What follows belongs to an exercise in optimizing a design on an open flow for small area, a short achievable clock period and few clock cycles; a production flow would make more cautious choices.
In this exercise RTL edits were held to simulation tests only and were not proved equivalent to the original.

==> flow/design.v (excerpt) <==
module chk_block (
    input  wire        clk,
    input  wire        rst,
    input  wire        req_valid,
    output wire        req_ready,
    input  wire [1:0]  req_op,
    input  wire [5:0]  req_addr,
    input  wire [2:0]  req_tenant,
    input  wire [31:0] req_wdata,
    input  wire [5:0]  wv_width,
    input  wire        wv_refin,
    input  wire        wv_refout,
    input  wire [2:0]  wv_fowner,
    input  wire [31:0] wv_poly,
    input  wire [31:0] wv_init,
    input  wire [31:0] wv_xorout,
    input  wire [31:0] wv_ref,
    output reg         rsp_valid,
    output reg  [1:0]  rsp_status,
    output wire [31:0] rsp_rdata
);
    localparam S_IDLE = 3'd0, S_PREP = 3'd1, S_FOLD = 3'd2, S_CMP = 3'd3, S_RFIN = 3'd4;
    localparam K_RUNW = 2'd0, K_FEED = 2'd1, K_CTRL = 2'd2;
    function [31:0] rev32(input [31:0] x);
        integer i;
        for (i = 0; i < 32; i = i + 1) rev32[i] = x[31-i];
    endfunction
    function [7:0] rev8(input [7:0] x);
        integer i;
        for (i = 0; i < 8; i = i + 1) rev8[i] = x[7-i];
    endfunction
    function [31:0] wmask(input [5:0] w);
        integer i;
        for (i = 0; i < 32; i = i + 1) wmask[i] = (w > i);
    endfunction
    function [31:0] vword(input [31:0] r, input [31:0] xl, input ro);
        vword = ro ? rev32(r ^ xl) : (r ^ xl);
    endfunction
    reg        u_def [0:3];
    reg [5:0]  u_w   [0:3];
    reg        u_ri  [0:3];
    reg        u_ro  [0:3];
    reg [2:0]  u_fo  [0:3];
    reg [8:0]  u_pl  [0:3];      
    reg [31:0] u_il  [0:3];
    reg [31:0] u_xl  [0:3];
    reg [31:0] u_rl  [0:3];
    reg [23:1] u_q   [0:3];
    reg [5:0]  s_w;
    reg        s_ri, s_ro;
    reg [2:0]  s_fo;
    reg [31:0] s_pl, s_il, s_xl, s_ref, s_run;
    reg [23:1] s_q;
    reg        s_bad;
    reg        s_isref;      
    reg [1:0]  s_u;          
    reg [1:0]  fcnt;
    reg [1:0]  s_rd;         
    reg [23:0] d_dat;
    reg [1:0]  d_cnt;
    reg [2:0]  state;
    reg        p_do;
    reg [1:0]  p_kind;
    reg [1:0]  p_u;
    reg [31:0] o_word;
    reg [11:0] o_sh;
    function [11:0] shdec(input [4:0] n);
        begin
            shdec = 12'd0;
            shdec[8 + n[4:3]] = 1'b1;
            shdec[n[2:0]] = 1'b1;
        end
    endfunction
    reg [31:0] sh_mid, sh_out;
  ...
Size in the first run: roughly 61000 sq um of cells after synthesis.
==> flow/config.mk <==
export PLATFORM = sky130hd
export DESIGN_NAME = chk_block
export DESIGN_NICKNAME = chk_block
export VERILOG_FILES = /design/flow/design.v
export SDC_FILE = /design/flow/constraint.sdc
export NUM_CORES = 4
export LEC_CHECK = 0
export CAP_MARGIN = 20
export CORE_MARGIN = 2
export CORE_UTILIZATION = 30
export SLEW_MARGIN = 20
==> flow/constraint.sdc <==
create_clock -name core_clock -period 20.0 [get_ports {clk}]
set_input_delay 4.0000 -clock core_clock [delete_from_list [all_inputs] [get_ports {clk}]]
set_output_delay 4.0000 -clock core_clock [all_outputs]
set_load 0.01 [all_outputs]
standard.sh (not shown) runs the stock make flow with config.mk's settings and CLKGATE_MAP_FILE= SYNTH_SCRIPT=/design/flow/synth_recipe.tcl, a recipe that flattens the netlist after the stock synthesis.
==> flow/flow/run.sh <==
#!/bin/bash
# Standard layout, with timing repair aimed at a tighter clock than the
# 20 ns constraint (repair stops once setup slack reaches the margin).
set -euo pipefail
bash standard.sh SETUP_SLACK_MARGIN=13.5 finish > standard.log 2>&1
Testbench counts at the start, summed over its fixed seeds: cycles 6,554.
Change:
--- a/flow/design.v
+++ b/flow/design.v
@@ -196,46 +196,47 @@
             case (wd[25:24])
             2'd3:    feed_bytes = {b0, b1, b2};
             2'd2:    feed_bytes = {8'd0, b0, b1};
             default: feed_bytes = {16'd0, b0};
             endcase
         end
     endfunction
     wire [31:0] fold_out;
     ck_unit u_eng (
         .rl(s_run), .pl(e_pl), .q(s_q), .dat(d_dat), .cnt(d_cnt), .rl_out(fold_out)
     );
     wire [4:0]  st_s  = 5'd0 - s_w[4:0];
-    wire [31:0] shl_in = (state == S_PREP) ? s_pl : s_ref;
+    wire [31:0] shl_in = (state == S_PREP) ? s_il : s_ref;
     wire [31:0] shl_out = shl_in << st_s;
     wire [31:0] new_rl = (p_kind == K_RUNW) ? shl_out :
                          (p_kind == K_CTRL) ? s_il : fold_out;
     reg  [31:0] qv_in;
     integer j1;
     always @* begin
-        qv_in = shl_out;
+        qv_in = rev32(sh_out);
         if (state != S_PREP) begin
             qv_in[8:0] = 9'd0;
             for (j1 = 1; j1 < 24; j1 = j1 + 1) qv_in[32-j1] = s_q[j1];
         end
     end
     wire [23:1] qv_out;
     ck_qinv u_qinv (.pl(qv_in), .q(qv_out));
     wire [23:1] prep_q = qv_out;
     reg  [31:0] e_pl;        
     always @* begin
         e_pl = {23'd0, s_pl[8:0]};
         for (j1 = 1; j1 < 24; j1 = j1 + 1) e_pl[32-j1] = qv_out[j1];
     end
-    wire        hazard = p_do && (p_u == u);
+    wire [3:0]  hz = {4{p_do}} & (4'd1 << p_u);
+    wire        hazard = hz[u];
     wire [31:0] m_rle  = hazard ? new_rl : m_rl;
     wire [31:0] wv_mask = wmask(wv_width);
     wire static_ok =
         (wv_width >= 6'd3) && (wv_width <= 6'd32) && wv_poly[0] &&
         (((wv_poly | wv_init | wv_xorout) & ~wv_mask) == 32'd0) &&
         ((wv_fowner <= 3'd4) || (wv_fowner == 3'd7));
     wire [31:0] s_mask = wmask(s_w);
     wire cmp_ok = !s_bad && ((s_run ^ s_xl) == s_ref);
     wire guarded_rd = (r == 4'h4) || (r == 4'h7);
     wire run_wr     = (r == 4'h4) || (r == 4'h5) || (r == 4'h6);
     reg [31:0] rd_word;
     reg [11:0] rd_sh;
@@ -337,36 +338,36 @@
             s_fo  <= wv_fowner;
             s_q   <= m_q;
             s_run <= r[3] ? m_il : m_rle;
             s_u   <= u;
             s_rd  <= (r == 4'h1) ? 2'd2 : {1'b0, r[0]};
             s_isref <= !req_op[1];
             d_dat <= r[3] ? chk_bytes(2'd0, m_ri) : feed_bytes(req_wdata[25:0], m_ri);
             d_cnt <= r[3] ? 2'd3 : req_wdata[25:24];
             fcnt  <= 2'd0;
             p_kind <= (r == 4'h4) ? K_RUNW : (r == 4'h5) ? K_FEED : K_CTRL;
             p_u   <= u;
             if (req_op[1]) begin
-                o_word <= rev32(wv_init);
+                o_word <= rev32(wv_poly);
                 o_sh <= static_ok ? shdec(5'd0 - wv_width[4:0]) : 12'd0;
             end else begin
                 o_word <= rd_word;
                 o_sh <= req_op[0] ? 12'd0 : rd_sh;
             end
         end
         S_PREP: begin
-            s_pl <= shl_out;
+            s_pl <= rev32(sh_out);
             s_q <= prep_q;
-            s_il <= rev32(sh_out);
-            s_run <= rev32(sh_out);
+            s_il <= shl_out;
+            s_run <= shl_out;
             o_word <= rev32(s_xl);
             o_sh <= shdec(st_s);
             d_dat <= chk_bytes(2'd0, s_ri);
         end
         S_FOLD: begin
             fcnt <= fcnt + 2'd1;
             if (!s_isref && fcnt == 2'd0) begin
                 s_xl <= s_ro ? rev32(s_xl) : rev32(sh_out);
                 s_ref <= s_ro ? rev32(s_ref) : shl_out;
                 s_bad <= (s_ref & ~s_mask) != 32'd0;
             end
         end
The changed run finished with timing, DRC and antenna clean.
Die area falls by a few percent.
Count of clock-buffer cells in the layout falls by 9.
Register-to-register slack improves by 0.49 ns.
Via count falls by a few percent.
Worst setup slack improves by 0.16 ns.
Wire length falls by a few percent.
Worst hold slack degrades by 0.013 ns.
Area after synthesis falls by a few percent.
Design area falls by a few percent.
Sequential share of layout area rises by 0.89 points.
Critical path depth falls by 22.
Testbench counts after the change, summed over its fixed seeds: cycles 6,554.

## static timing again, ports no longer ideal
How much do the figures lean on ideal ports? The routed layouts below were timed once more, with nothing changed but the port constraints. Step 1 (the two cells are an assumption about what drives the block):
set clk [get_ports {clk}]
set_driving_cell -lib_cell sky130_fd_sc_hd__clkbuf_16 $clk
set_driving_cell -lib_cell sky130_fd_sc_hd__buf_2 [delete_from_list [all_inputs] $clk]
Step 2, shift: input delay + t, output delay - t, t = (earliest + latest rising clock arrival at the registers) / 2. This alone moves slack from input paths to output paths. Slacks: no drivers / after step 1 / after step 2; pairs: no drivers / after step 1.
run	t (ns)	slack for setup (ns)	latest minus earliest clock arrival (ns)	worst register clock-pin slew, ns	cell pins on the clock port's net
the first run	0.841	12.957 / 12.957 / 12.259	0.034 / 0.034	0.07 / 0.07	1
the second run	0.815	13.121 / 13.039 / 12.409	0.070 / 0.069	0.07 / 0.07	1
After both steps every run listed still meets setup and hold. The setup slack of the second run, which loses most, moves by -0.082 ns with the drivers and by -0.712 ns with both steps.
